Context: an optimization exercise on an open-source flow, tuned for small area and a short achievable clock period. The choices shown serve that exercise and are no tape-out recipe.
Function was checked by simulation only, so behaviour that the tests miss may differ from the original.

### flow/flow/run.sh
#!/bin/bash
set -euo pipefail
bash standard.sh SETUP_SLACK_MARGIN=10 finish > make_finish.log 2>&1
### flow/config.mk
export PLATFORM = sky130hd
export DESIGN_NAME = int_divider
export DESIGN_NICKNAME = int_divider
export VERILOG_FILES = /design/flow/design.v
export SDC_FILE = /design/flow/constraint.sdc
export NUM_CORES = 4
export LEC_CHECK = 0
export CAP_MARGIN = 20
export CORE_MARGIN = 2
export CORE_UTILIZATION = 40
export SLEW_MARGIN = 20
export SYNTH_HIERARCHICAL = 1
### flow/standard.sh
#!/bin/bash
# synth_recipe.tcl (not shown) runs the flow's synth.tcl, then flattens the netlist and writes it again
# the make line also repeats each setting of config.mk as NAME=value (left out here)
make -C /OpenROAD-flow-scripts/flow DESIGN_CONFIG=/design/flow/config.mk WORK_HOME=/design/flow/orfs CLKGATE_MAP_FILE= SYNTH_SCRIPT=/design/flow/synth_recipe.tcl "${@:-finish}"
### flow/design.v
module int_divider (
    input  wire        clk,
    input  wire        rst,
    input  wire        start,
    input  wire        op_signed,
    input  wire        op_rem,
    input  wire [63:0] a,
    input  wire [63:0] b,
    output reg         done,
    output wire [63:0] result,
    output wire        ovf,
    output wire        dz
);
    localparam [1:0] S_IDLE  = 2'd0;
    localparam [1:0] S_SETUP = 2'd1;
    localparam [1:0] S_ITER  = 2'd2;
    localparam [1:0] S_HOLD  = 2'd3;
    reg  [1:0]  state;
    reg  [63:0] rmd;       
    reg  [66:0] dvs;       
    reg         cin;       
    reg  [63:0] quo;       
    reg         sgn_r;
    reg         rem_r;
    reg         an_r;      
    reg         bn_r;      
    reg         ovf_r;
    reg         dz_r;
    reg  [6:0]  loa;       
    reg  [6:0]  lob;       
    reg         a_pow2;    
    reg         b_pow2;    
    reg  [4:0]  cnt;       
    reg         z0;        
    reg         first;     
    reg         cmp_r;     
    wire        setup = (state == S_SETUP);
    reg         ng_r;
    reg         ns_r;
    wire [63:0] ng_x = ng_r ? rmd : quo;
    wire        ng_s = ns_r;
    wire [63:0] ng_y = (ng_x ^ {64{ng_s}}) + {63'd0, ng_s};
    assign result = ng_y;
    assign ovf    = ovf_r;
    assign dz     = dz_r;
    wire        a_neg_in  = op_signed & a[63];
    wire        b_neg_in  = op_signed & b[63];
    wire [63:0] ax_in     = a ^ {64{a_neg_in}};         
    wire [63:0] bx_in     = b ^ {64{~b_neg_in}};        
    wire        a_pow2_in = a_neg_in & ~|(~a[63:1] & a[62:0]);
    wire        b_pow2_in = b_neg_in & ~|(~b[63:1] & b[62:0]);
    reg  [6:0]  loa_in;
    reg  [6:0]  lob_in;
    integer     i;
    always @* begin
        loa_in = 7'd64;
        for (i = 0; i < 64; i = i + 1)
            if (ax_in[i]) loa_in = 7'd63 - i[6:0];
        lob_in = 7'd64;
        for (i = 0; i < 64; i = i + 1)
            if (!bx_in[i]) lob_in = 7'd63 - i[6:0];
    end
    wire [63:0] bx     = dvs[63:0];                  
    wire        bx_one = &bx;
    wire        b_zero = bx_one & ~bn_r;
    wire [7:0]  sdiff  = {1'b0, lob} - {1'b0, loa} + {7'd0, a_pow2} - {7'd0, b_pow2};
    wire        no_q   = b_zero | sdiff[7];         
    wire [5:0]  shamt  = sdiff[5:0];
    reg  [4:0]  m;                                   
    reg         md0;                                 
    integer     j;
    always @* begin
        m   = 5'd0;
        md0 = 1'b0;
        for (j = 0; j < 64; j = j + 1)
            if (shamt == j[5:0]) begin
                m   = j / 3;
                md0 = (j % 3) == 0;
            end
    end
    wire [66:0] bx2    = {3'b111, bx, {2{cin}}} ;   
    wire [66:0] sh3    = m[0] ? {bx2[63:0],  {3{cin}}}  : bx2;
    wire [66:0] sh6    = m[1] ? {sh3[60:0],  {6{cin}}}  : sh3;
    wire [66:0] sh12   = m[2] ? {sh6[54:0],  {12{cin}}} : sh6;
    wire [66:0] sh24   = m[3] ? {sh12[42:0], {24{cin}}} : sh12;
    wire [66:0] dvs0   = m[4] ? {sh24[18:0], {48{cin}}} : sh24;
    wire        min_by_m1 = sgn_r & (rmd == 64'h8000_0000_0000_0000) & bx_one & bn_r;
    wire [63:0] s0, s1, s2;
    wire [3:0]  c0, c1, c2;
    wire [66:0] v0 = {1'b1, dvs[66:1]};
    wire [66:0] v1 = {1'b1, v0[66:1]};
    wire [66:0] v2 = {1'b1, v1[66:1]};
    div_add u_a0 (.x(rmd), .y(dvs[63:0]), .c(cin), .s(s0), .co(c0));
    wire [3:0]  q0v = c0 & {4{dvs[64] & dvs[65]}};
    wire        q0  = q0v[0];
    wire [63:0] r0  = ({{16{q0v[3]}}, {16{q0v[2]}}, {16{q0v[1]}}, {16{q0v[0]}}} & s0) |
                      ({{16{~q0v[3]}}, {16{~q0v[2]}}, {16{~q0v[1]}}, {16{~q0v[0]}}} & rmd);
    div_add u_a1 (.x(r0), .y(v0[63:0]), .c(cin), .s(s1), .co(c1));
    wire [3:0]  q1v = c1 & {4{v0[64]}};
    wire        q1  = q1v[0];
    wire [63:0] r1  = ({{16{q1v[3]}}, {16{q1v[2]}}, {16{q1v[1]}}, {16{q1v[0]}}} & s1) |
                      ({{16{~q1v[3]}}, {16{~q1v[2]}}, {16{~q1v[1]}}, {16{~q1v[0]}}} & r0);
    div_add u_a2 (.x(r1), .y(v1[63:0]), .c(cin), .s(s2), .co(c2));
    wire        q2  = c2[0];
    wire        iter  = (state == S_ITER);
    wire [63:0] rmd_e = iter ? r1 : (setup ? ng_y : a);
    wire [3:0]  take2 = {4{iter}} & c2;
    wire [63:0] rmd_d;
    genvar      gi;
    generate
        for (gi = 0; gi < 64; gi = gi + 1) begin : g_rmux
            div_mux2 u_m (.s(take2[gi / 16]), .a(s2[gi]), .b(rmd_e[gi]), .y(rmd_d[gi]));
        end
    endgenerate
    reg  [1:0]  st_n;                                
    reg         dn_n;                                
    always @* begin
        st_n = state;
        dn_n = 1'b0;
        case (state)
            S_IDLE:  if (start) st_n = S_SETUP;
            S_SETUP: st_n = no_q ? S_HOLD : S_ITER;
            S_ITER:  if (cnt == 5'd1) begin
                         if (z0 & ~cmp_r) begin
                             dn_n = 1'b1;
                             st_n = S_IDLE;
                         end else begin
                             st_n = S_HOLD;
                         end
                     end
            default: begin
                         dn_n = 1'b1;
                         st_n = S_IDLE;
                     end
        endcase
    end
    wire        lastq = iter & (cnt == 5'd1) & z0 & first;
    wire [1:0]  st_d;
    wire        dn_d;
    div_mux2 u_st0 (.s(lastq), .a(q2),  .b(st_n[0]), .y(st_d[0]));   
    div_mux2 u_st1 (.s(lastq), .a(q2),  .b(st_n[1]), .y(st_d[1]));   
    div_mux2 u_dn  (.s(lastq), .a(~q2), .b(dn_n),    .y(dn_d));
    always @(posedge clk) begin
        if (rst) begin
            state <= S_IDLE;
            done  <= 1'b0;
        end else begin
            state <= st_d;
            done  <= dn_d;
        end
    end
    always @(posedge clk) begin
        case (state)
            S_IDLE: begin
                if (start) begin
                    rmd    <= rmd_d;
                    dvs    <= {3'b111, bx_in};
                    cin    <= ~b_neg_in;
                    an_r   <= a_neg_in;
                    bn_r   <= b_neg_in;
                    loa    <= loa_in;
                    lob    <= lob_in;
                    a_pow2 <= a_pow2_in;
                    b_pow2 <= b_pow2_in;
                    sgn_r  <= op_signed;
                    rem_r  <= op_rem;
                    ng_r   <= 1'b1;
                    ns_r   <= a_neg_in;
                end
            end
            S_SETUP: begin
                rmd   <= rmd_d;
                dvs   <= dvs0;
                quo   <= 64'd0;
                dz_r  <= b_zero;
                ovf_r <= ~rem_r & min_by_m1;
                first <= 1'b1;
                ng_r  <= rem_r;
                ns_r  <= rem_r ? an_r : (an_r ^ bn_r);
                z0    <= md0;
                cnt   <= m + 5'd1;
            end
            S_ITER: begin
                rmd   <= rmd_d;
                dvs   <= v2;
                quo   <= {quo[60:0], q0, q1, q2};
                first <= 1'b0;
                if (first) cmp_r <= q2;
                cnt   <= cnt - 5'd1;
            end
            default: ;   
        endcase
    end
endmodule
module div_mux2 (input s, input a, input b, output y); assign y = s ? a : b; endmodule
module div_aoi (input a, input b, input c, output y); assign y = ~(a | (b & c)); endmodule
module div_oai (input a, input b, input c, output y); assign y = ~(a & (b | c)); endmodule
module div_nand (input a, input b, output y); assign y = ~(a & b); endmodule
module div_nor (input a, input b, output y); assign y = ~(a | b); endmodule
module div_inv (input a, output y); assign y = ~a; endmodule
module div_xnor (input a, input b, output y); assign y = ~(a ^ b); endmodule
module div_cmaj (input a, input b, input c, output y); assign y = ~((a & b) | (a & c) | (b & c)); endmodule
module div_add (input [63:0] x, input [63:0] y, input c, output [63:0] s, output [3:0] co);
  wire [63:0] gn0;
  wire [63:0] pn0;
  div_cmaj ug0 (.a(x[0]), .b(y[0]), .c(c), .y(gn0[0]));
  div_xnor up0 (.a(x[0]), .b(y[0]), .y(pn0[0]));
  div_nand ug1 (.a(x[1]), .b(y[1]), .y(gn0[1]));
  div_xnor up1 (.a(x[1]), .b(y[1]), .y(pn0[1]));
  div_nand ug2 (.a(x[2]), .b(y[2]), .y(gn0[2]));
  div_xnor up2 (.a(x[2]), .b(y[2]), .y(pn0[2]));
  div_nand ug3 (.a(x[3]), .b(y[3]), .y(gn0[3]));
  div_xnor up3 (.a(x[3]), .b(y[3]), .y(pn0[3]));
  div_nand ug4 (.a(x[4]), .b(y[4]), .y(gn0[4]));
  div_xnor up4 (.a(x[4]), .b(y[4]), .y(pn0[4]));
  div_nand ug5 (.a(x[5]), .b(y[5]), .y(gn0[5]));
  div_xnor up5 (.a(x[5]), .b(y[5]), .y(pn0[5]));
  div_nand ug6 (.a(x[6]), .b(y[6]), .y(gn0[6]));
  div_xnor up6 (.a(x[6]), .b(y[6]), .y(pn0[6]));
  div_nand ug7 (.a(x[7]), .b(y[7]), .y(gn0[7]));
  div_xnor up7 (.a(x[7]), .b(y[7]), .y(pn0[7]));
  div_nand ug8 (.a(x[8]), .b(y[8]), .y(gn0[8]));
  div_xnor up8 (.a(x[8]), .b(y[8]), .y(pn0[8]));
  div_nand ug9 (.a(x[9]), .b(y[9]), .y(gn0[9]));
  div_xnor up9 (.a(x[9]), .b(y[9]), .y(pn0[9]));
  div_nand ug10 (.a(x[10]), .b(y[10]), .y(gn0[10]));
  div_xnor up10 (.a(x[10]), .b(y[10]), .y(pn0[10]));
  div_nand ug11 (.a(x[11]), .b(y[11]), .y(gn0[11]));
  div_xnor up11 (.a(x[11]), .b(y[11]), .y(pn0[11]));
  div_nand ug12 (.a(x[12]), .b(y[12]), .y(gn0[12]));
  div_xnor up12 (.a(x[12]), .b(y[12]), .y(pn0[12]));
  div_nand ug13 (.a(x[13]), .b(y[13]), .y(gn0[13]));
  div_xnor up13 (.a(x[13]), .b(y[13]), .y(pn0[13]));
  div_nand ug14 (.a(x[14]), .b(y[14]), .y(gn0[14]));
  div_xnor up14 (.a(x[14]), .b(y[14]), .y(pn0[14]));
  div_nand ug15 (.a(x[15]), .b(y[15]), .y(gn0[15]));
  div_xnor up15 (.a(x[15]), .b(y[15]), .y(pn0[15]));
  div_nand ug16 (.a(x[16]), .b(y[16]), .y(gn0[16]));
  div_xnor up16 (.a(x[16]), .b(y[16]), .y(pn0[16]));
  div_nand ug17 (.a(x[17]), .b(y[17]), .y(gn0[17]));
  div_xnor up17 (.a(x[17]), .b(y[17]), .y(pn0[17]));
  div_nand ug18 (.a(x[18]), .b(y[18]), .y(gn0[18]));
  div_xnor up18 (.a(x[18]), .b(y[18]), .y(pn0[18]));
  div_nand ug19 (.a(x[19]), .b(y[19]), .y(gn0[19]));
  div_xnor up19 (.a(x[19]), .b(y[19]), .y(pn0[19]));
  div_nand ug20 (.a(x[20]), .b(y[20]), .y(gn0[20]));
  div_xnor up20 (.a(x[20]), .b(y[20]), .y(pn0[20]));
  div_nand ug21 (.a(x[21]), .b(y[21]), .y(gn0[21]));
  div_xnor up21 (.a(x[21]), .b(y[21]), .y(pn0[21]));
  div_nand ug22 (.a(x[22]), .b(y[22]), .y(gn0[22]));
  div_xnor up22 (.a(x[22]), .b(y[22]), .y(pn0[22]));
  div_nand ug23 (.a(x[23]), .b(y[23]), .y(gn0[23]));
  div_xnor up23 (.a(x[23]), .b(y[23]), .y(pn0[23]));
  div_nand ug24 (.a(x[24]), .b(y[24]), .y(gn0[24]));
  div_xnor up24 (.a(x[24]), .b(y[24]), .y(pn0[24]));
  div_nand ug25 (.a(x[25]), .b(y[25]), .y(gn0[25]));
  div_xnor up25 (.a(x[25]), .b(y[25]), .y(pn0[25]));
  div_nand ug26 (.a(x[26]), .b(y[26]), .y(gn0[26]));
  div_xnor up26 (.a(x[26]), .b(y[26]), .y(pn0[26]));
  div_nand ug27 (.a(x[27]), .b(y[27]), .y(gn0[27]));
  div_xnor up27 (.a(x[27]), .b(y[27]), .y(pn0[27]));
  div_nand ug28 (.a(x[28]), .b(y[28]), .y(gn0[28]));
  div_xnor up28 (.a(x[28]), .b(y[28]), .y(pn0[28]));
  div_nand ug29 (.a(x[29]), .b(y[29]), .y(gn0[29]));
  div_xnor up29 (.a(x[29]), .b(y[29]), .y(pn0[29]));
  div_nand ug30 (.a(x[30]), .b(y[30]), .y(gn0[30]));
  div_xnor up30 (.a(x[30]), .b(y[30]), .y(pn0[30]));
  div_nand ug31 (.a(x[31]), .b(y[31]), .y(gn0[31]));
  div_xnor up31 (.a(x[31]), .b(y[31]), .y(pn0[31]));
  div_nand ug32 (.a(x[32]), .b(y[32]), .y(gn0[32]));
  div_xnor up32 (.a(x[32]), .b(y[32]), .y(pn0[32]));
  div_nand ug33 (.a(x[33]), .b(y[33]), .y(gn0[33]));
  div_xnor up33 (.a(x[33]), .b(y[33]), .y(pn0[33]));
  div_nand ug34 (.a(x[34]), .b(y[34]), .y(gn0[34]));
  div_xnor up34 (.a(x[34]), .b(y[34]), .y(pn0[34]));
  div_nand ug35 (.a(x[35]), .b(y[35]), .y(gn0[35]));
  div_xnor up35 (.a(x[35]), .b(y[35]), .y(pn0[35]));
  div_nand ug36 (.a(x[36]), .b(y[36]), .y(gn0[36]));
  div_xnor up36 (.a(x[36]), .b(y[36]), .y(pn0[36]));
  div_nand ug37 (.a(x[37]), .b(y[37]), .y(gn0[37]));
  div_xnor up37 (.a(x[37]), .b(y[37]), .y(pn0[37]));
  div_nand ug38 (.a(x[38]), .b(y[38]), .y(gn0[38]));
  div_xnor up38 (.a(x[38]), .b(y[38]), .y(pn0[38]));
  div_nand ug39 (.a(x[39]), .b(y[39]), .y(gn0[39]));
  div_xnor up39 (.a(x[39]), .b(y[39]), .y(pn0[39]));
  div_nand ug40 (.a(x[40]), .b(y[40]), .y(gn0[40]));
  div_xnor up40 (.a(x[40]), .b(y[40]), .y(pn0[40]));
  div_nand ug41 (.a(x[41]), .b(y[41]), .y(gn0[41]));
  div_xnor up41 (.a(x[41]), .b(y[41]), .y(pn0[41]));
  div_nand ug42 (.a(x[42]), .b(y[42]), .y(gn0[42]));
  div_xnor up42 (.a(x[42]), .b(y[42]), .y(pn0[42]));
  div_nand ug43 (.a(x[43]), .b(y[43]), .y(gn0[43]));
  div_xnor up43 (.a(x[43]), .b(y[43]), .y(pn0[43]));
  div_nand ug44 (.a(x[44]), .b(y[44]), .y(gn0[44]));
  div_xnor up44 (.a(x[44]), .b(y[44]), .y(pn0[44]));
  div_nand ug45 (.a(x[45]), .b(y[45]), .y(gn0[45]));
  div_xnor up45 (.a(x[45]), .b(y[45]), .y(pn0[45]));
  div_nand ug46 (.a(x[46]), .b(y[46]), .y(gn0[46]));
  div_xnor up46 (.a(x[46]), .b(y[46]), .y(pn0[46]));
  div_nand ug47 (.a(x[47]), .b(y[47]), .y(gn0[47]));
  div_xnor up47 (.a(x[47]), .b(y[47]), .y(pn0[47]));
  div_nand ug48 (.a(x[48]), .b(y[48]), .y(gn0[48]));
  div_xnor up48 (.a(x[48]), .b(y[48]), .y(pn0[48]));
  div_nand ug49 (.a(x[49]), .b(y[49]), .y(gn0[49]));
  div_xnor up49 (.a(x[49]), .b(y[49]), .y(pn0[49]));
  div_nand ug50 (.a(x[50]), .b(y[50]), .y(gn0[50]));
  div_xnor up50 (.a(x[50]), .b(y[50]), .y(pn0[50]));
  div_nand ug51 (.a(x[51]), .b(y[51]), .y(gn0[51]));
  div_xnor up51 (.a(x[51]), .b(y[51]), .y(pn0[51]));
  div_nand ug52 (.a(x[52]), .b(y[52]), .y(gn0[52]));
  div_xnor up52 (.a(x[52]), .b(y[52]), .y(pn0[52]));
  div_nand ug53 (.a(x[53]), .b(y[53]), .y(gn0[53]));
  div_xnor up53 (.a(x[53]), .b(y[53]), .y(pn0[53]));
  div_nand ug54 (.a(x[54]), .b(y[54]), .y(gn0[54]));
  div_xnor up54 (.a(x[54]), .b(y[54]), .y(pn0[54]));
  div_nand ug55 (.a(x[55]), .b(y[55]), .y(gn0[55]));
  div_xnor up55 (.a(x[55]), .b(y[55]), .y(pn0[55]));
  div_nand ug56 (.a(x[56]), .b(y[56]), .y(gn0[56]));
  div_xnor up56 (.a(x[56]), .b(y[56]), .y(pn0[56]));
  div_nand ug57 (.a(x[57]), .b(y[57]), .y(gn0[57]));
  div_xnor up57 (.a(x[57]), .b(y[57]), .y(pn0[57]));
  div_nand ug58 (.a(x[58]), .b(y[58]), .y(gn0[58]));
  div_xnor up58 (.a(x[58]), .b(y[58]), .y(pn0[58]));
  div_nand ug59 (.a(x[59]), .b(y[59]), .y(gn0[59]));
  div_xnor up59 (.a(x[59]), .b(y[59]), .y(pn0[59]));
  div_nand ug60 (.a(x[60]), .b(y[60]), .y(gn0[60]));
  div_xnor up60 (.a(x[60]), .b(y[60]), .y(pn0[60]));
  div_nand ug61 (.a(x[61]), .b(y[61]), .y(gn0[61]));
  div_xnor up61 (.a(x[61]), .b(y[61]), .y(pn0[61]));
  div_nand ug62 (.a(x[62]), .b(y[62]), .y(gn0[62]));
  div_xnor up62 (.a(x[62]), .b(y[62]), .y(pn0[62]));
  div_nand ug63 (.a(x[63]), .b(y[63]), .y(gn0[63]));
  div_xnor up63 (.a(x[63]), .b(y[63]), .y(pn0[63]));
  wire G1; div_oai uG1 (.a(gn0[1]), .b(pn0[1]), .c(gn0[0]), .y(G1));
  wire G2; div_oai uG2 (.a(gn0[3]), .b(pn0[3]), .c(gn0[2]), .y(G2));
  wire P3; div_nor uP3 (.a(pn0[3]), .b(pn0[2]), .y(P3));
  wire G4; div_oai uG4 (.a(gn0[5]), .b(pn0[5]), .c(gn0[4]), .y(G4));
  wire P5; div_nor uP5 (.a(pn0[5]), .b(pn0[4]), .y(P5));
  wire G6; div_oai uG6 (.a(gn0[7]), .b(pn0[7]), .c(gn0[6]), .y(G6));
  wire P7; div_nor uP7 (.a(pn0[7]), .b(pn0[6]), .y(P7));
  wire G8; div_oai uG8 (.a(gn0[9]), .b(pn0[9]), .c(gn0[8]), .y(G8));
  wire P9; div_nor uP9 (.a(pn0[9]), .b(pn0[8]), .y(P9));
  wire G10; div_oai uG10 (.a(gn0[11]), .b(pn0[11]), .c(gn0[10]), .y(G10));
  wire P11; div_nor uP11 (.a(pn0[11]), .b(pn0[10]), .y(P11));
  wire G12; div_oai uG12 (.a(gn0[13]), .b(pn0[13]), .c(gn0[12]), .y(G12));
  wire P13; div_nor uP13 (.a(pn0[13]), .b(pn0[12]), .y(P13));
  wire G14; div_oai uG14 (.a(gn0[15]), .b(pn0[15]), .c(gn0[14]), .y(G14));
  wire P15; div_nor uP15 (.a(pn0[15]), .b(pn0[14]), .y(P15));
  wire G16; div_oai uG16 (.a(gn0[17]), .b(pn0[17]), .c(gn0[16]), .y(G16));
  wire P17; div_nor uP17 (.a(pn0[17]), .b(pn0[16]), .y(P17));
  wire G18; div_oai uG18 (.a(gn0[19]), .b(pn0[19]), .c(gn0[18]), .y(G18));
  wire P19; div_nor uP19 (.a(pn0[19]), .b(pn0[18]), .y(P19));
  wire G20; div_oai uG20 (.a(gn0[21]), .b(pn0[21]), .c(gn0[20]), .y(G20));
  wire P21; div_nor uP21 (.a(pn0[21]), .b(pn0[20]), .y(P21));
  wire G22; div_oai uG22 (.a(gn0[23]), .b(pn0[23]), .c(gn0[22]), .y(G22));
  wire P23; div_nor uP23 (.a(pn0[23]), .b(pn0[22]), .y(P23));
  wire G24; div_oai uG24 (.a(gn0[25]), .b(pn0[25]), .c(gn0[24]), .y(G24));
  wire P25; div_nor uP25 (.a(pn0[25]), .b(pn0[24]), .y(P25));
  wire G26; div_oai uG26 (.a(gn0[27]), .b(pn0[27]), .c(gn0[26]), .y(G26));
  wire P27; div_nor uP27 (.a(pn0[27]), .b(pn0[26]), .y(P27));
  wire G28; div_oai uG28 (.a(gn0[29]), .b(pn0[29]), .c(gn0[28]), .y(G28));
  wire P29; div_nor uP29 (.a(pn0[29]), .b(pn0[28]), .y(P29));
  wire G30; div_oai uG30 (.a(gn0[31]), .b(pn0[31]), .c(gn0[30]), .y(G30));
  wire P31; div_nor uP31 (.a(pn0[31]), .b(pn0[30]), .y(P31));
  wire G32; div_oai uG32 (.a(gn0[33]), .b(pn0[33]), .c(gn0[32]), .y(G32));
  wire P33; div_nor uP33 (.a(pn0[33]), .b(pn0[32]), .y(P33));
  wire G34; div_oai uG34 (.a(gn0[35]), .b(pn0[35]), .c(gn0[34]), .y(G34));
  wire P35; div_nor uP35 (.a(pn0[35]), .b(pn0[34]), .y(P35));
  wire G36; div_oai uG36 (.a(gn0[37]), .b(pn0[37]), .c(gn0[36]), .y(G36));
  wire P37; div_nor uP37 (.a(pn0[37]), .b(pn0[36]), .y(P37));
  wire G38; div_oai uG38 (.a(gn0[39]), .b(pn0[39]), .c(gn0[38]), .y(G38));
  wire P39; div_nor uP39 (.a(pn0[39]), .b(pn0[38]), .y(P39));
  wire G40; div_oai uG40 (.a(gn0[41]), .b(pn0[41]), .c(gn0[40]), .y(G40));
  wire P41; div_nor uP41 (.a(pn0[41]), .b(pn0[40]), .y(P41));
  wire G42; div_oai uG42 (.a(gn0[43]), .b(pn0[43]), .c(gn0[42]), .y(G42));
  wire P43; div_nor uP43 (.a(pn0[43]), .b(pn0[42]), .y(P43));
  wire G44; div_oai uG44 (.a(gn0[45]), .b(pn0[45]), .c(gn0[44]), .y(G44));
  wire P45; div_nor uP45 (.a(pn0[45]), .b(pn0[44]), .y(P45));
  wire G46; div_oai uG46 (.a(gn0[47]), .b(pn0[47]), .c(gn0[46]), .y(G46));
  wire P47; div_nor uP47 (.a(pn0[47]), .b(pn0[46]), .y(P47));
  wire G48; div_oai uG48 (.a(gn0[49]), .b(pn0[49]), .c(gn0[48]), .y(G48));
  wire P49; div_nor uP49 (.a(pn0[49]), .b(pn0[48]), .y(P49));
  wire G50; div_oai uG50 (.a(gn0[51]), .b(pn0[51]), .c(gn0[50]), .y(G50));
  wire P51; div_nor uP51 (.a(pn0[51]), .b(pn0[50]), .y(P51));
  wire G52; div_oai uG52 (.a(gn0[53]), .b(pn0[53]), .c(gn0[52]), .y(G52));
  wire P53; div_nor uP53 (.a(pn0[53]), .b(pn0[52]), .y(P53));
  wire G54; div_oai uG54 (.a(gn0[55]), .b(pn0[55]), .c(gn0[54]), .y(G54));
  wire P55; div_nor uP55 (.a(pn0[55]), .b(pn0[54]), .y(P55));
  wire G56; div_oai uG56 (.a(gn0[57]), .b(pn0[57]), .c(gn0[56]), .y(G56));
  wire P57; div_nor uP57 (.a(pn0[57]), .b(pn0[56]), .y(P57));
  wire G58; div_oai uG58 (.a(gn0[59]), .b(pn0[59]), .c(gn0[58]), .y(G58));
  wire P59; div_nor uP59 (.a(pn0[59]), .b(pn0[58]), .y(P59));
  wire G60; div_oai uG60 (.a(gn0[61]), .b(pn0[61]), .c(gn0[60]), .y(G60));
  wire P61; div_nor uP61 (.a(pn0[61]), .b(pn0[60]), .y(P61));
  wire G62; div_oai uG62 (.a(gn0[63]), .b(pn0[63]), .c(gn0[62]), .y(G62));
  wire P63; div_nor uP63 (.a(pn0[63]), .b(pn0[62]), .y(P63));
  wire G64; div_aoi uG64 (.a(G2), .b(P3), .c(G1), .y(G64));
  wire G65; div_aoi uG65 (.a(G4), .b(P5), .c(G2), .y(G65));
  wire P66; div_nand uP66 (.a(P5), .b(P3), .y(P66));
  wire G67; div_aoi uG67 (.a(G6), .b(P7), .c(G4), .y(G67));
  wire P68; div_nand uP68 (.a(P7), .b(P5), .y(P68));
  wire G69; div_aoi uG69 (.a(G8), .b(P9), .c(G6), .y(G69));
  wire P70; div_nand uP70 (.a(P9), .b(P7), .y(P70));
  wire G71; div_aoi uG71 (.a(G10), .b(P11), .c(G8), .y(G71));
  wire P72; div_nand uP72 (.a(P11), .b(P9), .y(P72));
  wire G73; div_aoi uG73 (.a(G12), .b(P13), .c(G10), .y(G73));
  wire P74; div_nand uP74 (.a(P13), .b(P11), .y(P74));
  wire G75; div_aoi uG75 (.a(G14), .b(P15), .c(G12), .y(G75));
  wire P76; div_nand uP76 (.a(P15), .b(P13), .y(P76));
  wire G77; div_aoi uG77 (.a(G16), .b(P17), .c(G14), .y(G77));
  wire P78; div_nand uP78 (.a(P17), .b(P15), .y(P78));
  wire G79; div_aoi uG79 (.a(G18), .b(P19), .c(G16), .y(G79));
  wire P80; div_nand uP80 (.a(P19), .b(P17), .y(P80));
  wire G81; div_aoi uG81 (.a(G20), .b(P21), .c(G18), .y(G81));
  wire P82; div_nand uP82 (.a(P21), .b(P19), .y(P82));
  wire G83; div_aoi uG83 (.a(G22), .b(P23), .c(G20), .y(G83));
  wire P84; div_nand uP84 (.a(P23), .b(P21), .y(P84));
  wire G85; div_aoi uG85 (.a(G24), .b(P25), .c(G22), .y(G85));
  wire P86; div_nand uP86 (.a(P25), .b(P23), .y(P86));
  wire G87; div_aoi uG87 (.a(G26), .b(P27), .c(G24), .y(G87));
  wire P88; div_nand uP88 (.a(P27), .b(P25), .y(P88));
  wire G89; div_aoi uG89 (.a(G28), .b(P29), .c(G26), .y(G89));
  wire P90; div_nand uP90 (.a(P29), .b(P27), .y(P90));
  wire G91; div_aoi uG91 (.a(G30), .b(P31), .c(G28), .y(G91));
  wire P92; div_nand uP92 (.a(P31), .b(P29), .y(P92));
  wire G93; div_aoi uG93 (.a(G32), .b(P33), .c(G30), .y(G93));
  wire P94; div_nand uP94 (.a(P33), .b(P31), .y(P94));
  wire G95; div_aoi uG95 (.a(G34), .b(P35), .c(G32), .y(G95));
  wire P96; div_nand uP96 (.a(P35), .b(P33), .y(P96));
  wire G97; div_aoi uG97 (.a(G36), .b(P37), .c(G34), .y(G97));
  wire P98; div_nand uP98 (.a(P37), .b(P35), .y(P98));
  wire G99; div_aoi uG99 (.a(G38), .b(P39), .c(G36), .y(G99));
  wire P100; div_nand uP100 (.a(P39), .b(P37), .y(P100));
  wire G101; div_aoi uG101 (.a(G40), .b(P41), .c(G38), .y(G101));
  wire P102; div_nand uP102 (.a(P41), .b(P39), .y(P102));
  wire G103; div_aoi uG103 (.a(G42), .b(P43), .c(G40), .y(G103));
  wire P104; div_nand uP104 (.a(P43), .b(P41), .y(P104));
  wire G105; div_aoi uG105 (.a(G44), .b(P45), .c(G42), .y(G105));
  wire P106; div_nand uP106 (.a(P45), .b(P43), .y(P106));
  wire G107; div_aoi uG107 (.a(G46), .b(P47), .c(G44), .y(G107));
  wire P108; div_nand uP108 (.a(P47), .b(P45), .y(P108));
  wire G109; div_aoi uG109 (.a(G48), .b(P49), .c(G46), .y(G109));
  wire P110; div_nand uP110 (.a(P49), .b(P47), .y(P110));
  wire G111; div_aoi uG111 (.a(G50), .b(P51), .c(G48), .y(G111));
  wire P112; div_nand uP112 (.a(P51), .b(P49), .y(P112));
  wire G113; div_aoi uG113 (.a(G52), .b(P53), .c(G50), .y(G113));
  wire P114; div_nand uP114 (.a(P53), .b(P51), .y(P114));
  wire G115; div_aoi uG115 (.a(G54), .b(P55), .c(G52), .y(G115));
  wire P116; div_nand uP116 (.a(P55), .b(P53), .y(P116));
  wire G117; div_aoi uG117 (.a(G56), .b(P57), .c(G54), .y(G117));
  wire P118; div_nand uP118 (.a(P57), .b(P55), .y(P118));
  wire G119; div_aoi uG119 (.a(G58), .b(P59), .c(G56), .y(G119));
  wire P120; div_nand uP120 (.a(P59), .b(P57), .y(P120));
  wire G121; div_aoi uG121 (.a(G60), .b(P61), .c(G58), .y(G121));
  wire P122; div_nand uP122 (.a(P61), .b(P59), .y(P122));
  wire G123; div_aoi uG123 (.a(G62), .b(P63), .c(G60), .y(G123));
  wire P124; div_nand uP124 (.a(P63), .b(P61), .y(P124));
  wire I125; div_inv uI125 (.a(G1), .y(I125));
  wire G126; div_oai uG126 (.a(G65), .b(P66), .c(I125), .y(G126));
  wire G127; div_oai uG127 (.a(G67), .b(P68), .c(G64), .y(G127));
  wire G128; div_oai uG128 (.a(G69), .b(P70), .c(G65), .y(G128));
  wire P129; div_nor uP129 (.a(P70), .b(P66), .y(P129));
  wire G130; div_oai uG130 (.a(G71), .b(P72), .c(G67), .y(G130));
  wire P131; div_nor uP131 (.a(P72), .b(P68), .y(P131));
  wire G132; div_oai uG132 (.a(G73), .b(P74), .c(G69), .y(G132));
  wire P133; div_nor uP133 (.a(P74), .b(P70), .y(P133));
  wire G134; div_oai uG134 (.a(G75), .b(P76), .c(G71), .y(G134));
  wire P135; div_nor uP135 (.a(P76), .b(P72), .y(P135));
  wire G136; div_oai uG136 (.a(G77), .b(P78), .c(G73), .y(G136));
  wire P137; div_nor uP137 (.a(P78), .b(P74), .y(P137));
  wire G138; div_oai uG138 (.a(G79), .b(P80), .c(G75), .y(G138));
  wire P139; div_nor uP139 (.a(P80), .b(P76), .y(P139));
  wire G140; div_oai uG140 (.a(G81), .b(P82), .c(G77), .y(G140));
  wire P141; div_nor uP141 (.a(P82), .b(P78), .y(P141));
  wire G142; div_oai uG142 (.a(G83), .b(P84), .c(G79), .y(G142));
  wire P143; div_nor uP143 (.a(P84), .b(P80), .y(P143));
  wire G144; div_oai uG144 (.a(G85), .b(P86), .c(G81), .y(G144));
  wire P145; div_nor uP145 (.a(P86), .b(P82), .y(P145));
  wire G146; div_oai uG146 (.a(G87), .b(P88), .c(G83), .y(G146));
  wire P147; div_nor uP147 (.a(P88), .b(P84), .y(P147));
  wire G148; div_oai uG148 (.a(G89), .b(P90), .c(G85), .y(G148));
  wire P149; div_nor uP149 (.a(P90), .b(P86), .y(P149));
  wire G150; div_oai uG150 (.a(G91), .b(P92), .c(G87), .y(G150));
  wire P151; div_nor uP151 (.a(P92), .b(P88), .y(P151));
  wire G152; div_oai uG152 (.a(G93), .b(P94), .c(G89), .y(G152));
  wire P153; div_nor uP153 (.a(P94), .b(P90), .y(P153));
  wire G154; div_oai uG154 (.a(G95), .b(P96), .c(G91), .y(G154));
  wire P155; div_nor uP155 (.a(P96), .b(P92), .y(P155));
  wire G156; div_oai uG156 (.a(G97), .b(P98), .c(G93), .y(G156));
  wire P157; div_nor uP157 (.a(P98), .b(P94), .y(P157));
  wire G158; div_oai uG158 (.a(G99), .b(P100), .c(G95), .y(G158));
  wire P159; div_nor uP159 (.a(P100), .b(P96), .y(P159));
  wire G160; div_oai uG160 (.a(G101), .b(P102), .c(G97), .y(G160));
  wire P161; div_nor uP161 (.a(P102), .b(P98), .y(P161));
  wire G162; div_oai uG162 (.a(G103), .b(P104), .c(G99), .y(G162));
  wire P163; div_nor uP163 (.a(P104), .b(P100), .y(P163));
  wire G164; div_oai uG164 (.a(G105), .b(P106), .c(G101), .y(G164));
  wire P165; div_nor uP165 (.a(P106), .b(P102), .y(P165));
  wire G166; div_oai uG166 (.a(G107), .b(P108), .c(G103), .y(G166));
  wire P167; div_nor uP167 (.a(P108), .b(P104), .y(P167));
  wire G168; div_oai uG168 (.a(G109), .b(P110), .c(G105), .y(G168));
  wire P169; div_nor uP169 (.a(P110), .b(P106), .y(P169));
  wire G170; div_oai uG170 (.a(G111), .b(P112), .c(G107), .y(G170));
  wire P171; div_nor uP171 (.a(P112), .b(P108), .y(P171));
  wire G172; div_oai uG172 (.a(G113), .b(P114), .c(G109), .y(G172));
  wire P173; div_nor uP173 (.a(P114), .b(P110), .y(P173));
  wire G174; div_oai uG174 (.a(G115), .b(P116), .c(G111), .y(G174));
  wire P175; div_nor uP175 (.a(P116), .b(P112), .y(P175));
  wire G176; div_oai uG176 (.a(G117), .b(P118), .c(G113), .y(G176));
  wire P177; div_nor uP177 (.a(P118), .b(P114), .y(P177));
  wire G178; div_oai uG178 (.a(G119), .b(P120), .c(G115), .y(G178));
  wire P179; div_nor uP179 (.a(P120), .b(P116), .y(P179));
  wire G180; div_oai uG180 (.a(G121), .b(P122), .c(G117), .y(G180));
  wire P181; div_nor uP181 (.a(P122), .b(P118), .y(P181));
  wire G182; div_oai uG182 (.a(G123), .b(P124), .c(G119), .y(G182));
  wire P183; div_nor uP183 (.a(P124), .b(P120), .y(P183));
  wire G184; div_aoi uG184 (.a(G128), .b(P129), .c(G1), .y(G184));
  wire I185; div_inv uI185 (.a(G64), .y(I185));
  wire G186; div_aoi uG186 (.a(G130), .b(P131), .c(I185), .y(G186));
  wire G187; div_aoi uG187 (.a(G132), .b(P133), .c(G126), .y(G187));
  wire G188; div_aoi uG188 (.a(G134), .b(P135), .c(G127), .y(G188));
  wire G189; div_aoi uG189 (.a(G136), .b(P137), .c(G128), .y(G189));
  wire P190; div_nand uP190 (.a(P137), .b(P129), .y(P190));
  wire G191; div_aoi uG191 (.a(G138), .b(P139), .c(G130), .y(G191));
  wire P192; div_nand uP192 (.a(P139), .b(P131), .y(P192));
  wire G193; div_aoi uG193 (.a(G140), .b(P141), .c(G132), .y(G193));
  wire P194; div_nand uP194 (.a(P141), .b(P133), .y(P194));
  wire G195; div_aoi uG195 (.a(G142), .b(P143), .c(G134), .y(G195));
  wire P196; div_nand uP196 (.a(P143), .b(P135), .y(P196));
  wire G197; div_aoi uG197 (.a(G144), .b(P145), .c(G136), .y(G197));
  wire P198; div_nand uP198 (.a(P145), .b(P137), .y(P198));
  wire G199; div_aoi uG199 (.a(G146), .b(P147), .c(G138), .y(G199));
  wire P200; div_nand uP200 (.a(P147), .b(P139), .y(P200));
  wire G201; div_aoi uG201 (.a(G148), .b(P149), .c(G140), .y(G201));
  wire P202; div_nand uP202 (.a(P149), .b(P141), .y(P202));
  wire G203; div_aoi uG203 (.a(G150), .b(P151), .c(G142), .y(G203));
  wire P204; div_nand uP204 (.a(P151), .b(P143), .y(P204));
  wire G205; div_aoi uG205 (.a(G152), .b(P153), .c(G144), .y(G205));
  wire P206; div_nand uP206 (.a(P153), .b(P145), .y(P206));
  wire G207; div_aoi uG207 (.a(G154), .b(P155), .c(G146), .y(G207));
  wire P208; div_nand uP208 (.a(P155), .b(P147), .y(P208));
  wire G209; div_aoi uG209 (.a(G156), .b(P157), .c(G148), .y(G209));
  wire P210; div_nand uP210 (.a(P157), .b(P149), .y(P210));
  wire G211; div_aoi uG211 (.a(G158), .b(P159), .c(G150), .y(G211));
  wire P212; div_nand uP212 (.a(P159), .b(P151), .y(P212));
  wire G213; div_aoi uG213 (.a(G160), .b(P161), .c(G152), .y(G213));
  wire P214; div_nand uP214 (.a(P161), .b(P153), .y(P214));
  wire G215; div_aoi uG215 (.a(G162), .b(P163), .c(G154), .y(G215));
  wire P216; div_nand uP216 (.a(P163), .b(P155), .y(P216));
  wire G217; div_aoi uG217 (.a(G164), .b(P165), .c(G156), .y(G217));
  wire P218; div_nand uP218 (.a(P165), .b(P157), .y(P218));
  wire G219; div_aoi uG219 (.a(G166), .b(P167), .c(G158), .y(G219));
  wire P220; div_nand uP220 (.a(P167), .b(P159), .y(P220));
  wire G221; div_aoi uG221 (.a(G168), .b(P169), .c(G160), .y(G221));
  wire P222; div_nand uP222 (.a(P169), .b(P161), .y(P222));
  wire G223; div_aoi uG223 (.a(G170), .b(P171), .c(G162), .y(G223));
  wire P224; div_nand uP224 (.a(P171), .b(P163), .y(P224));
  wire G225; div_aoi uG225 (.a(G172), .b(P173), .c(G164), .y(G225));
  wire P226; div_nand uP226 (.a(P173), .b(P165), .y(P226));
  wire G227; div_aoi uG227 (.a(G174), .b(P175), .c(G166), .y(G227));
  wire P228; div_nand uP228 (.a(P175), .b(P167), .y(P228));
  wire G229; div_aoi uG229 (.a(G176), .b(P177), .c(G168), .y(G229));
  wire P230; div_nand uP230 (.a(P177), .b(P169), .y(P230));
  wire G231; div_aoi uG231 (.a(G178), .b(P179), .c(G170), .y(G231));
  wire P232; div_nand uP232 (.a(P179), .b(P171), .y(P232));
  wire G233; div_aoi uG233 (.a(G180), .b(P181), .c(G172), .y(G233));
  wire P234; div_nand uP234 (.a(P181), .b(P173), .y(P234));
  wire G235; div_aoi uG235 (.a(G182), .b(P183), .c(G174), .y(G235));
  wire P236; div_nand uP236 (.a(P183), .b(P175), .y(P236));
  wire I237; div_inv uI237 (.a(G1), .y(I237));
  wire G238; div_oai uG238 (.a(G189), .b(P190), .c(I237), .y(G238));
  wire G239; div_oai uG239 (.a(G191), .b(P192), .c(G64), .y(G239));
  wire I240; div_inv uI240 (.a(G126), .y(I240));
  wire G241; div_oai uG241 (.a(G193), .b(P194), .c(I240), .y(G241));
  wire I242; div_inv uI242 (.a(G127), .y(I242));
  wire G243; div_oai uG243 (.a(G195), .b(P196), .c(I242), .y(G243));
  wire G244; div_oai uG244 (.a(G197), .b(P198), .c(G184), .y(G244));
  wire G245; div_oai uG245 (.a(G199), .b(P200), .c(G186), .y(G245));
  wire G246; div_oai uG246 (.a(G201), .b(P202), .c(G187), .y(G246));
  wire G247; div_oai uG247 (.a(G203), .b(P204), .c(G188), .y(G247));
  wire G248; div_oai uG248 (.a(G205), .b(P206), .c(G189), .y(G248));
  wire P249; div_nor uP249 (.a(P206), .b(P190), .y(P249));
  wire G250; div_oai uG250 (.a(G207), .b(P208), .c(G191), .y(G250));
  wire P251; div_nor uP251 (.a(P208), .b(P192), .y(P251));
  wire G252; div_oai uG252 (.a(G209), .b(P210), .c(G193), .y(G252));
  wire P253; div_nor uP253 (.a(P210), .b(P194), .y(P253));
  wire G254; div_oai uG254 (.a(G211), .b(P212), .c(G195), .y(G254));
  wire P255; div_nor uP255 (.a(P212), .b(P196), .y(P255));
  wire G256; div_oai uG256 (.a(G213), .b(P214), .c(G197), .y(G256));
  wire P257; div_nor uP257 (.a(P214), .b(P198), .y(P257));
  wire G258; div_oai uG258 (.a(G215), .b(P216), .c(G199), .y(G258));
  wire P259; div_nor uP259 (.a(P216), .b(P200), .y(P259));
  wire G260; div_oai uG260 (.a(G217), .b(P218), .c(G201), .y(G260));
  wire P261; div_nor uP261 (.a(P218), .b(P202), .y(P261));
  wire G262; div_oai uG262 (.a(G219), .b(P220), .c(G203), .y(G262));
  wire P263; div_nor uP263 (.a(P220), .b(P204), .y(P263));
  wire G264; div_oai uG264 (.a(G221), .b(P222), .c(G205), .y(G264));
  wire P265; div_nor uP265 (.a(P222), .b(P206), .y(P265));
  wire G266; div_oai uG266 (.a(G223), .b(P224), .c(G207), .y(G266));
  wire P267; div_nor uP267 (.a(P224), .b(P208), .y(P267));
  wire G268; div_oai uG268 (.a(G225), .b(P226), .c(G209), .y(G268));
  wire P269; div_nor uP269 (.a(P226), .b(P210), .y(P269));
  wire G270; div_oai uG270 (.a(G227), .b(P228), .c(G211), .y(G270));
  wire P271; div_nor uP271 (.a(P228), .b(P212), .y(P271));
  wire G272; div_oai uG272 (.a(G229), .b(P230), .c(G213), .y(G272));
  wire P273; div_nor uP273 (.a(P230), .b(P214), .y(P273));
  wire G274; div_oai uG274 (.a(G231), .b(P232), .c(G215), .y(G274));
  wire P275; div_nor uP275 (.a(P232), .b(P216), .y(P275));
  wire G276; div_oai uG276 (.a(G233), .b(P234), .c(G217), .y(G276));
  wire P277; div_nor uP277 (.a(P234), .b(P218), .y(P277));
  wire G278; div_oai uG278 (.a(G235), .b(P236), .c(G219), .y(G278));
  wire P279; div_nor uP279 (.a(P236), .b(P220), .y(P279));
  wire G280; div_aoi uG280 (.a(G248), .b(P249), .c(G1), .y(G280));
  wire I281; div_inv uI281 (.a(G64), .y(I281));
  wire G282; div_aoi uG282 (.a(G250), .b(P251), .c(I281), .y(G282));
  wire G283; div_aoi uG283 (.a(G252), .b(P253), .c(G126), .y(G283));
  wire G284; div_aoi uG284 (.a(G254), .b(P255), .c(G127), .y(G284));
  wire I285; div_inv uI285 (.a(G184), .y(I285));
  wire G286; div_aoi uG286 (.a(G256), .b(P257), .c(I285), .y(G286));
  wire I287; div_inv uI287 (.a(G186), .y(I287));
  wire G288; div_aoi uG288 (.a(G258), .b(P259), .c(I287), .y(G288));
  wire I289; div_inv uI289 (.a(G187), .y(I289));
  wire G290; div_aoi uG290 (.a(G260), .b(P261), .c(I289), .y(G290));
  wire I291; div_inv uI291 (.a(G188), .y(I291));
  wire G292; div_aoi uG292 (.a(G262), .b(P263), .c(I291), .y(G292));
  wire G293; div_aoi uG293 (.a(G264), .b(P265), .c(G238), .y(G293));
  wire G294; div_aoi uG294 (.a(G266), .b(P267), .c(G239), .y(G294));
  wire G295; div_aoi uG295 (.a(G268), .b(P269), .c(G241), .y(G295));
  wire G296; div_aoi uG296 (.a(G270), .b(P271), .c(G243), .y(G296));
  wire G297; div_aoi uG297 (.a(G272), .b(P273), .c(G244), .y(G297));
  wire G298; div_aoi uG298 (.a(G274), .b(P275), .c(G245), .y(G298));
  wire G299; div_aoi uG299 (.a(G276), .b(P277), .c(G246), .y(G299));
  wire G300; div_aoi uG300 (.a(G278), .b(P279), .c(G247), .y(G300));
  wire I301; div_inv uI301 (.a(G1), .y(I301));
  wire G302; div_oai uG302 (.a(gn0[2]), .b(pn0[2]), .c(I301), .y(G302));
  wire G303; div_oai uG303 (.a(gn0[4]), .b(pn0[4]), .c(G64), .y(G303));
  wire I304; div_inv uI304 (.a(G126), .y(I304));
  wire G305; div_oai uG305 (.a(gn0[6]), .b(pn0[6]), .c(I304), .y(G305));
  wire I306; div_inv uI306 (.a(G127), .y(I306));
  wire G307; div_oai uG307 (.a(gn0[8]), .b(pn0[8]), .c(I306), .y(G307));
  wire G308; div_oai uG308 (.a(gn0[10]), .b(pn0[10]), .c(G184), .y(G308));
  wire G309; div_oai uG309 (.a(gn0[12]), .b(pn0[12]), .c(G186), .y(G309));
  wire G310; div_oai uG310 (.a(gn0[14]), .b(pn0[14]), .c(G187), .y(G310));
  wire G311; div_oai uG311 (.a(gn0[16]), .b(pn0[16]), .c(G188), .y(G311));
  wire I312; div_inv uI312 (.a(G238), .y(I312));
  wire G313; div_oai uG313 (.a(gn0[18]), .b(pn0[18]), .c(I312), .y(G313));
  wire I314; div_inv uI314 (.a(G239), .y(I314));
  wire G315; div_oai uG315 (.a(gn0[20]), .b(pn0[20]), .c(I314), .y(G315));
  wire I316; div_inv uI316 (.a(G241), .y(I316));
  wire G317; div_oai uG317 (.a(gn0[22]), .b(pn0[22]), .c(I316), .y(G317));
  wire I318; div_inv uI318 (.a(G243), .y(I318));
  wire G319; div_oai uG319 (.a(gn0[24]), .b(pn0[24]), .c(I318), .y(G319));
  wire I320; div_inv uI320 (.a(G244), .y(I320));
  wire G321; div_oai uG321 (.a(gn0[26]), .b(pn0[26]), .c(I320), .y(G321));
  wire I322; div_inv uI322 (.a(G245), .y(I322));
  wire G323; div_oai uG323 (.a(gn0[28]), .b(pn0[28]), .c(I322), .y(G323));
  wire I324; div_inv uI324 (.a(G246), .y(I324));
  wire G325; div_oai uG325 (.a(gn0[30]), .b(pn0[30]), .c(I324), .y(G325));
  wire I326; div_inv uI326 (.a(G247), .y(I326));
  wire G327; div_oai uG327 (.a(gn0[32]), .b(pn0[32]), .c(I326), .y(G327));
  wire G328; div_oai uG328 (.a(gn0[34]), .b(pn0[34]), .c(G280), .y(G328));
  wire G329; div_oai uG329 (.a(gn0[36]), .b(pn0[36]), .c(G282), .y(G329));
  wire G330; div_oai uG330 (.a(gn0[38]), .b(pn0[38]), .c(G283), .y(G330));
  wire G331; div_oai uG331 (.a(gn0[40]), .b(pn0[40]), .c(G284), .y(G331));
  wire G332; div_oai uG332 (.a(gn0[42]), .b(pn0[42]), .c(G286), .y(G332));
  wire G333; div_oai uG333 (.a(gn0[44]), .b(pn0[44]), .c(G288), .y(G333));
  wire G334; div_oai uG334 (.a(gn0[46]), .b(pn0[46]), .c(G290), .y(G334));
  wire G335; div_oai uG335 (.a(gn0[48]), .b(pn0[48]), .c(G292), .y(G335));
  wire G336; div_oai uG336 (.a(gn0[50]), .b(pn0[50]), .c(G293), .y(G336));
  wire G337; div_oai uG337 (.a(gn0[52]), .b(pn0[52]), .c(G294), .y(G337));
  wire G338; div_oai uG338 (.a(gn0[54]), .b(pn0[54]), .c(G295), .y(G338));
  wire G339; div_oai uG339 (.a(gn0[56]), .b(pn0[56]), .c(G296), .y(G339));
  wire G340; div_oai uG340 (.a(gn0[58]), .b(pn0[58]), .c(G297), .y(G340));
  wire G341; div_oai uG341 (.a(gn0[60]), .b(pn0[60]), .c(G298), .y(G341));
  wire G342; div_oai uG342 (.a(gn0[62]), .b(pn0[62]), .c(G299), .y(G342));
  assign s = ~pn0 ^ {G342, ~G299, G341, ~G298, G340, ~G297, G339, ~G296, G338, ~G295, G337, ~G294, G336, ~G293, G335, ~G292, G334, ~G290, G333, ~G288, G332, ~G286, G331, ~G284, G330, ~G283, G329, ~G282, G328, ~G280, G327, G247, G325, G246, G323, G245, G321, G244, G319, G243, G317, G241, G315, G239, G313, G238, G311, ~G188, G310, ~G187, G309, ~G186, G308, ~G184, G307, G127, G305, G126, G303, ~G64, G302, G1, ~gn0[0], c};
  assign co[0] = ~G300;
  wire D343; div_aoi uD343 (.a(G278), .b(P279), .c(G247), .y(D343));
  assign co[1] = ~D343;
  wire D344; div_aoi uD344 (.a(G278), .b(P279), .c(G247), .y(D344));
  assign co[2] = ~D344;
  wire D345; div_aoi uD345 (.a(G278), .b(P279), .c(G247), .y(D345));
  assign co[3] = ~D345;
endmodule
### flow/constraint.sdc
create_clock -name core_clock -period 18.0 [get_ports {clk}]
set_input_delay 3.6000 -clock core_clock [delete_from_list [all_inputs] [get_ports {clk}]]
set_output_delay 3.6000 -clock core_clock [all_outputs]
set_load 0.01 [all_outputs]
==> results of run 1 <==
## per-module statistics from Yosys, one instance, submodules excluded
module       flip-flops and latches  cells  times used  area (µm²)
div_nor                           0      1         225        3.75
int_divider                     231   2908           1       24400
div_inv                           0      1          63        3.75
div_add                           0     68           3         576
div_xnor                          0      1         192        8.76
div_aoi                           0      1         234        8.76
div_nand                          0      1         351        3.75
div_cmaj                          0      2           3        12.5
div_oai                           0      1         351        5.00
div_mux2                          0      1          67        15.0
## metal layers
layer	up-vias	wire, µm	GRT usage (%)
li1	17100	-	-
met1	18300	67500	46.1
met2	2377	80400	61.3
met3	620	18300	9.18
met4	6	15200	26.4
met5	-	42	0
## state kept, by name, summed over array words and instances, names as in the netlist, 2 cells and up
register and count:
quo 64, cnt 5, loa 7, rmd 64, lob 7, dvs 67
state 2
## logic make-up (layout without fill, tap and decap cells)
family	after synthesis	count (layout)	share of synthesized area, %
xor gates and xnor gates	571	571	14.4
other	0	3	0
DFF	231	231	19.7
and+or+nand+nor	1604	1604	20.6
AOI/OAI and AO/OA	1343	1343	25.0
muxes	442	442	14.7
buffers and inverters	382	591	4.48
adders and majority gates	28	28	1.06
## final cells by class
cell class | instances | share of cell area, %
Clock inverter | 23 | 0.727
Timing Repair Buffer | 373 | 8.56
Inverter | 160 | 1.48
Sequential cell | 231 | 16.7
Antenna cell | 3 | 0.0182
Multi-Input combinational cell | 3988 | 67.1
Tap cell | 1155 | 3.50
Clock buffer | 35 | 1.92
## cell usage after synthesis, drive strengths merged (85+ instances only)
| cell type | instances |
|---|---|
| clkbuf | 152 |
| o21ai | 547 |
| xor2 | 85 |
| inv | 155 |
| nor2 | 419 |
| nand3 | 99 |
| xnor2 | 484 |
| mux2 | 219 |
| edfxtp | 228 |
| mux2i | 206 |
| a21oi | 406 |
| nand2 | 663 |
## worst register-to-register path, delay by kind of cell (launching register included)
family	cells	cell delay, ps
buffers and inverters	4	680
muxes	3	1070
xor gates and xnor gates	4	670
DFF	1	560
and+or+nand+nor	13	2940
AOI/OAI and AO/OA	8	1620
## metrics by stage
| stage | hold WS [ps] | instance area (µm²) |
|---|---|---|
| 2_1_floorplan | 506 | 35100 |
| 3_3_place_gp | 528 | 38400 |
| 3_5_place_dp | 529 | 38400 |
| 4_1_cts | 544 | 40500 |
| 5_1_grt | 559 | 41300 |
| 6_report | 543 | 41300 |
## repair_timing
action | 4_1_cts | 5_1_grt
cloned | 4 | 0
gates resized for setup | 110 | 132
setup endpoints to repair | 118 | 97
pin swaps | 11 | 26
setup buffers | 39 | 31
## worst max path at each step
stage | startpoint | end | slack [ps] | depth (start not counted)
finish | rmd[16] | result[50] | 9990 | 10
global route | rmd[16] | result[50] | 9810 | 10
CTS | ng_r | result[63] | 9920 | 13
detailed placement | cin | rmd[13] | 7300 | 36
global placement | cin | rmd[15] | 7700 | 36
floorplan | ng_r | result[36] | 10010 | 19
==> results list, run 1 <==
- Worst min-delay path endpoint: ng_r
- Hold-fix buffer count after cts: 0
- During placement, the flow inserted port buffers numbering 199.
* HPWL after DPL: 140 mm
- Launching element type of the critical path: register
- In this run the remaining antenna-violating nets after routing total 0.
* Setup violations, final: 0
* Worst-case clock skew: 70.5 ps
- The flow ran to the end and the layout has no timing, DRC or antenna violations.
- TritonCTS built the clock tree.
- Most used DFF post-synth: sky130_fd_sc_hd__edfxtp_1
* Chip width: 300 µm
- Tightest Pin Transition: 1180 ps
- Worst R2R End: rmd[59]
- The clock passes through at most 3 buffers.
- Clock latency at the later pin of the worst-skew pair: 660 ps
- Mapped Nets: 4762
- Average cell area after synthesis: 7.63 µm²
- Most area-hungry cell type in the Yosys netlist: sky130_fd_sc_hd__edfxtp_1
* Floorplan die area: 90100 µm²
- In this run the clock root is driven by a sky130_fd_sc_hd__clkbuf_16.
* Share of the clock period used by the worst path: 44.5%
- Wires add up to 182 mm.
- Using the TritonRoute via totals, the vias-per-cell ratio works out to 6.43.
- Syn. warnings: 7
- Biggest area contributors in the synthesized netlist: sky130_fd_sc_hd__edfxtp_1, sky130_fd_sc_hd__xnor2_1, sky130_fd_sc_hd__nand2_1, sky130_fd_sc_hd__a21oi_2, sky130_fd_sc_hd__mux2i_1
- Total track usage: 38.6%
* Setup TNS: 0 ps
- Combined flip-flop and latch cell area: 6910 µm²
* Cells on worst reg2reg path: 32
- The initial utilization of the core area, before any placement, comes to 40.4%.
- Worst slew slack as a fraction of its limit: 21.2%
- For this run, the top clock speed supported by timing is 0.125 GHz.
* Beginning of the worst hold path: rem_r
- Longest individual stage delay on the worst path: 630 ps
- Clock tree synthesis inserted a total of 31 buffers.
- At the end of the flow the core is filled with cells to 47.5%.
- Element type at the critical path end: output port
- After floorplanning, the core was sized to cover 86900 µm².
- Cells with a size suffix above 1 make up 18.8% of the layout.
* Cell depth of the worst hold path: 1
* Critical-path cell with the highest stage delay: sky130_fd_sc_hd__clkdlybuf4s50_1
* Kind of cell adding the most delay to the critical path: simple AND/OR/NAND/NOR gates
* Sequential element share of the synthesized area: 19.7%
- The first global-routing pass estimated 253 mm of wire.
- The final-report max-slew violation count is 0.
- Mapped Area: 35100 µm²
- Distinct cells, synth: 106
* Flops & latches, synth: 231
* Row count: 108
- Instance count of the mapped netlist: 4601
* Share of flip-flops with an asynchronous set or reset: 0%
* Antenna violations before repair: 10
- Before CTS, the worst setup slack after placement is 7300 ps.
- Clock-pin slew reported for the worst setup and hold paths after clock tree synthesis: 70 ps
- For this design, the sink count on the clock tree is 231.
- For the worst setup path, the data arrival time is 4410 ps.
* Crit Path Class: register to output port
- Across all setup checks in the final design, the least slack found is 9990 ps.
- The smallest clock period supported by the final layout is computed as 8010 ps.
* Number of maximum-capacitance violations: 0
* Routed length per instance: 30.4 µm
- Highest fanout seen on the critical path: 9
* Maximum number of pins on one net before global-route repair: 124
- Most frequent standard cell in the layout excluding fill and tap cells: sky130_fd_sc_hd__nand2_1
* Unrepaired setup endpoints after global routing: true
- Highest-count cells in the layout ignoring fill and taps: sky130_fd_sc_hd__nand2_1, sky130_fd_sc_hd__xnor2_1, sky130_fd_sc_hd__nor2_1
- In this run the vertical extent of the chip is 300 µm.
* Crit path cell chain: buf_4, or2_2, mux4_2, nand4b_1, nor4_2, and4_2, nand4_1, mux2i_1, xnor2_1, clkdlybuf4s50_1
- The worst register-to-register path begins at dvs[16].
* DR vias: 38400
- Buffers and inverters on the worst path: 2
- The synthesized design contains 228 enable-type register cells.
- RePlAce Congestion: 1.12
- The number of failing hold endpoints at the final stage is 0.
- Total area of multi-input combinational cells: 27700 µm²
* Path class of the lowest-slack min-delay path: register to register
- Required time of the critical path: 14400 ps
- During I/O placement, the number of pins put on the boundary was 200.
- For this run the aggregate overflow at the end of global routing stands at 0.
- In this run, placement finished with an instance count of 5833.
- First-pass DRT Iterations: 6
- Count of non-filler cells in the finished layout: 5968
- Number of DRC violations after detailed routing: 0
* P&R area growth vs syn: 17.6%
- Share of the synthesized area in the top cell type: 19.5%
* Worst R2R Setup Slack: 10130 ps
* H-tree lvl count: 1
* Starting DRT DRC Count: 5010
- Via count of the first global-routing pass: 35400
- Number of fill cells: 8681
- In the final design database the tool counted 4946 nets.
==> run 2: changes to the inputs <==
--- a/flow/design.v
+++ b/flow/design.v
@@ -26,10 +26,6 @@
     reg         bn_r;      
     reg         ovf_r;
     reg         dz_r;
-    reg  [6:0]  loa;       
-    reg  [6:0]  lob;       
-    reg         a_pow2;    
-    reg         b_pow2;    
     reg  [4:0]  cnt;       
     reg         z0;        
     reg         first;     
@@ -45,22 +41,22 @@
     assign dz     = dz_r;
     wire        a_neg_in  = op_signed & a[63];
     wire        b_neg_in  = op_signed & b[63];
-    wire [63:0] ax_in     = a ^ {64{a_neg_in}};         
     wire [63:0] bx_in     = b ^ {64{~b_neg_in}};        
-    wire        a_pow2_in = a_neg_in & ~|(~a[63:1] & a[62:0]);
-    wire        b_pow2_in = b_neg_in & ~|(~b[63:1] & b[62:0]);
-    reg  [6:0]  loa_in;
-    reg  [6:0]  lob_in;
+    wire [63:0] ax     = rmd ^ {64{an_r}};           
+    wire [63:0] bx     = dvs[63:0];                  
+    wire        a_pow2 = an_r & ~|(~rmd[63:1] & rmd[62:0]);
+    wire        b_pow2 = bn_r & ~|(~bx[63:1] & bx[62:0]);
+    reg  [6:0]  loa;
+    reg  [6:0]  lob;
     integer     i;
     always @* begin
-        loa_in = 7'd64;
+        loa = 7'd64;
         for (i = 0; i < 64; i = i + 1)
-            if (ax_in[i]) loa_in = 7'd63 - i[6:0];
-        lob_in = 7'd64;
+            if (ax[i]) loa = 7'd63 - i[6:0];
+        lob = 7'd64;
         for (i = 0; i < 64; i = i + 1)
-            if (!bx_in[i]) lob_in = 7'd63 - i[6:0];
+            if (!bx[i]) lob = 7'd63 - i[6:0];
     end
-    wire [63:0] bx     = dvs[63:0];                  
     wire        bx_one = &bx;
     wire        b_zero = bx_one & ~bn_r;
     wire [7:0]  sdiff  = {1'b0, lob} - {1'b0, loa} + {7'd0, a_pow2} - {7'd0, b_pow2};
@@ -158,10 +154,6 @@
                     cin    <= ~b_neg_in;
                     an_r   <= a_neg_in;
                     bn_r   <= b_neg_in;
-                    loa    <= loa_in;
-                    lob    <= lob_in;
-                    a_pow2 <= a_pow2_in;
-                    b_pow2 <= b_pow2_in;
                     sgn_r  <= op_signed;
                     rem_r  <= op_rem;
                     ng_r   <= 1'b1;
==> results list, run 2 <==
* Remaining antenna violation count after routing: 0 (unchanged)
- Most used DFF post-synth: sky130_fd_sc_hd__edfxtp_1
- Most frequent standard cell in the layout excluding fill and tap cells: sky130_fd_sc_hd__nand2_1
* Unrepaired setup endpoints after global routing: true
- The vertical die dimension is 290 µm (-3.4%).
- Starting DRT DRC Count: 4842 (-3.4%)
* First-pass DRT Iterations: 7 (+1)
* Worst slew slack as a fraction of its limit: 20.0% (-1.2 points)
* Crit Path Class: register to register
* Setup TNS: 0 ps (unchanged)
* Number of DRC violations after detailed routing: 0 (unchanged)
- Run status: no timing/DRC/antenna violations
* Element type at the critical path end: register
- Launching element type of the critical path: register
- The post-synthesis cell area came to 32700 µm² (-6.8%).
- The highest fanout seen on the critical path is 17 (+8).
- The worst endpoint required time was 18370 ps (+3970 ps).
- Final-report max-slew violation count: 0 (unchanged)
- Register name with the most flops: dvs
- Number of fill cells: 7978 (-8.1%)
- The post-synthesis sequential area ratio was 19.6% (-0.042 points).
- The share of final-layout standard cells stronger than drive strength 1 was 22.1% (+3.3 points).
- Syn. warnings: 7 (unchanged)
* Biggest area contributors in the synthesized netlist: sky130_fd_sc_hd__edfxtp_1, sky130_fd_sc_hd__xnor2_1, sky130_fd_sc_hd__nand2_1, sky130_fd_sc_hd__a21oi_2, sky130_fd_sc_hd__o21ai_1
* Path class of the lowest-slack min-delay path: register to register
- The library cells used most frequently in the layout, excluding fill and tap cells, are sky130_fd_sc_hd__nand2_1, sky130_fd_sc_hd__xnor2_1, sky130_fd_sc_hd__nor2_1.
* Hold violation total from the final report: 0 (unchanged)
- Number of buffers inserted during clock tree synthesis: 29 (-6.5%)
* Minimum clock period after layout: 8010 ps (+0.250 ps)
- The fmax was 0.125 GHz (about the same).
- The number of sinks on the clock net is 215 (-6.9%).
- TritonCTS clock tree: built
* Number of maximum-capacitance violations: 0 (unchanged)
- The die area is 84100 µm² (-6.7%).
- The cell count of the worst reg-to-reg path was 26 (-19%).
- Clock-pin slew reported for the worst setup and hold paths after clock tree synthesis: 70 ps (about the same)
* RePlAce Congestion: 1.09 (-3.3%)
* Worst R2R Setup Slack: 9990 ps (-140 ps)
* Row count: 104 (-3.7%)
- The synthesized instance count is 4316 (-6.2%).
- The HPWL after detailed placement was 131 mm (-6.4%).
- Mapped Nets: 4477 (-6.0%)
- Post-layout net count: 4756 (-3.8%)
* Combined flip-flop and latch cell area: 6430 µm² (-7.0%)
* Worst R2R End: dvs[23]
* Number of flops mapped to enable cells by yosys: 212 (-7.0%)
- Average cell area after synthesis: 7.58 µm² (-0.60%)
- Share of the clock period used by the worst path: 44.5% (about the same)
* DR vias: 37000 (-3.5%)
- Largest registers: dvs x67, quo x64, rmd x64
- The worst hold path terminates at ng_r.
- The total routing resource utilization after global routing came to 39.6% (+1.1 points).
- The slew at the pin closest to its max-slew limit is 1190 ps (+15.7 ps).
- The effective utilization at floorplan was 40.5% (+0.10 points).
- Routed length per instance: 30.9 µm (+1.5%)
- The first-pass GRT wire length was 244 mm (-3.4%).
- Critical-path cell with the highest stage delay: sky130_fd_sc_hd__mux2i_2
- Longest individual stage delay on the worst path: 690 ps (+60 ps)
* Total area of multi-input combinational cells: 26400 µm² (-4.7%)
- The largest net degree at the start of global routing is 114 (-8.1%).
- Port-buffer cells: 199 (unchanged)
- Share of the synthesized area in the top cell type: 19.5% (-0.054 points)
- The async set-reset flop share out of synthesis is 0% (unchanged).
run 2: cell count changes after synthesis, sizes merged, moves of 15 or more:
| cell | before | now |
|---|---|---|
| a21oi | 406 | 356 |
| mux2i | 206 | 179 |
| or2 | 21 | 5 |
| nand2 | 663 | 610 |
| nand4 | 60 | 38 |
| edfxtp | 228 | 212 |
| and3 | 36 | 21 |
| mux4 | 17 | 0 |
run 2: final cells by class:
type / instances / share of cell area (%)
multi-input cells: 3739 / 66.1
flip-flops and latches: 215 / 16.1
diodes: 3 / 0.0188
repair inverters: 1 / 0.0125
well taps: 1060 / 3.32
inverters: 149 / 1.44
repair buffers: 460 / 10.6
clock buffers: 39 / 1.94
clock inverters: 13 / 0.386
run 2: what timing repair did:
item | 4_1_cts | 5_1_grt
pin swaps | 19 | 16
buffers inserted | 80 | 58
resized for setup | 135 | 198
cloned | 3 | 3
endpoints found under the setup margin | 181 | 164
run 2: per-module statistics from Yosys, one instance, submodules excluded:
| module | area [µm²] | copies in the design | flops+latches |
|---|---|---|---|
| int_divider | 22100 | 1 | 215 |
| div_add | 576 | 3 | 0 |
| div_mux2 | 15.0 | 67 | 0 |
| div_cmaj | 12.5 | 3 | 0 |
| div_aoi | 8.76 | 234 | 0 |
| div_xnor | 8.76 | 192 | 0 |
| div_oai | 5.00 | 351 | 0 |
| div_inv | 3.75 | 63 | 0 |
| div_nand | 3.75 | 351 | 0 |
| div_nor | 3.75 | 225 | 0 |
run 2: cell families (layout without fill, tap and decap cells):
kind of cell | after synthesis | after routing | synth area share [%]
other | 0 | 3 | 0
xor gates and xnor gates | 573 | 573 | 15.5
buffers and inverters | 363 | 662 | 4.50
AOI/OAI and AO/OA | 1278 | 1278 | 25.6
muxes | 397 | 397 | 13.7
adders and majority gates | 28 | 28 | 1.14
DFF | 215 | 215 | 19.6
and+or+nand+nor | 1462 | 1463 | 19.9
run 2: worst max path at each step:
stage	start	slack, ps	cells after the start	end
2_1_floorplan	cin	10070	33	rmd[0]
3_3_place_gp	cin	7630	35	rmd[12]
3_5_place_dp	cin	7300	35	rmd[4]
4_1_cts	rmd[0]	9950	13	result[48]
5_1_grt	an_r	9880	24	dvs[23]
6_report	rmd[0]	9990	26	dvs[23]
run 2: through the flow:
stage               hold WS [ps]  instance area [µm²]  worst slack, ps  instances
floorplan                    495                32800            10070       4316
global placement             504                36100             7630       5480
detailed placement           510                36100             7300       5480
CTS                          534                38400             9950       5615
global route                 555                39900             9880       5676
finish                       537                39900             9990       5679
run 2: per-layer routing:
layer / wire (µm) / GRT usage, % / up-vias
met4: 15300 / 28.0 / 8
met3: 18800 / 9.64 / 683
li1: - / - / 16200
met1: 65900 / 48.3 / 17600
met2: 75300 / 61.4 / 2559
met5: 100 / 0 / -

afterwards: timing with drivers on the ports:
Ports are ideal in the flow. The routed layouts listed here were re-timed in OpenROAD.
Step 1 (the two cells are an assumption about what drives the block):
set clk [get_ports {clk}]
set_driving_cell -lib_cell sky130_fd_sc_hd__clkbuf_16 $clk
set_driving_cell -lib_cell sky130_fd_sc_hd__buf_2 [delete_from_list [all_inputs] $clk]
Step 2 adds t to the input delays and takes it off the output delays; t is the mean of the earliest and latest rising clock arrival at the registers after step 1. Input paths then give back, and output paths get back, about the clock's delay inside the block.
a / b / c = ideal ports / drivers / drivers and shift; a / b = the first two.
| run | shift t [ns] | setup slack, ns | worst setup path after step 2 | worst data-port slew with drivers (ns) |
|---|---|---|---|---|
| run 1 | 0.695 | 9.988 / 9.916 / 9.550 | input to register | 0.07 |
| run 2 | 0.678 | 9.988 / 9.978 / 9.988 | register to register | 0.06 |
After both steps setup and hold are still met in every run listed. For run 1, which loses most, drivers alone change the setup slack by -0.072 ns; drivers and shift together by -0.438 ns.
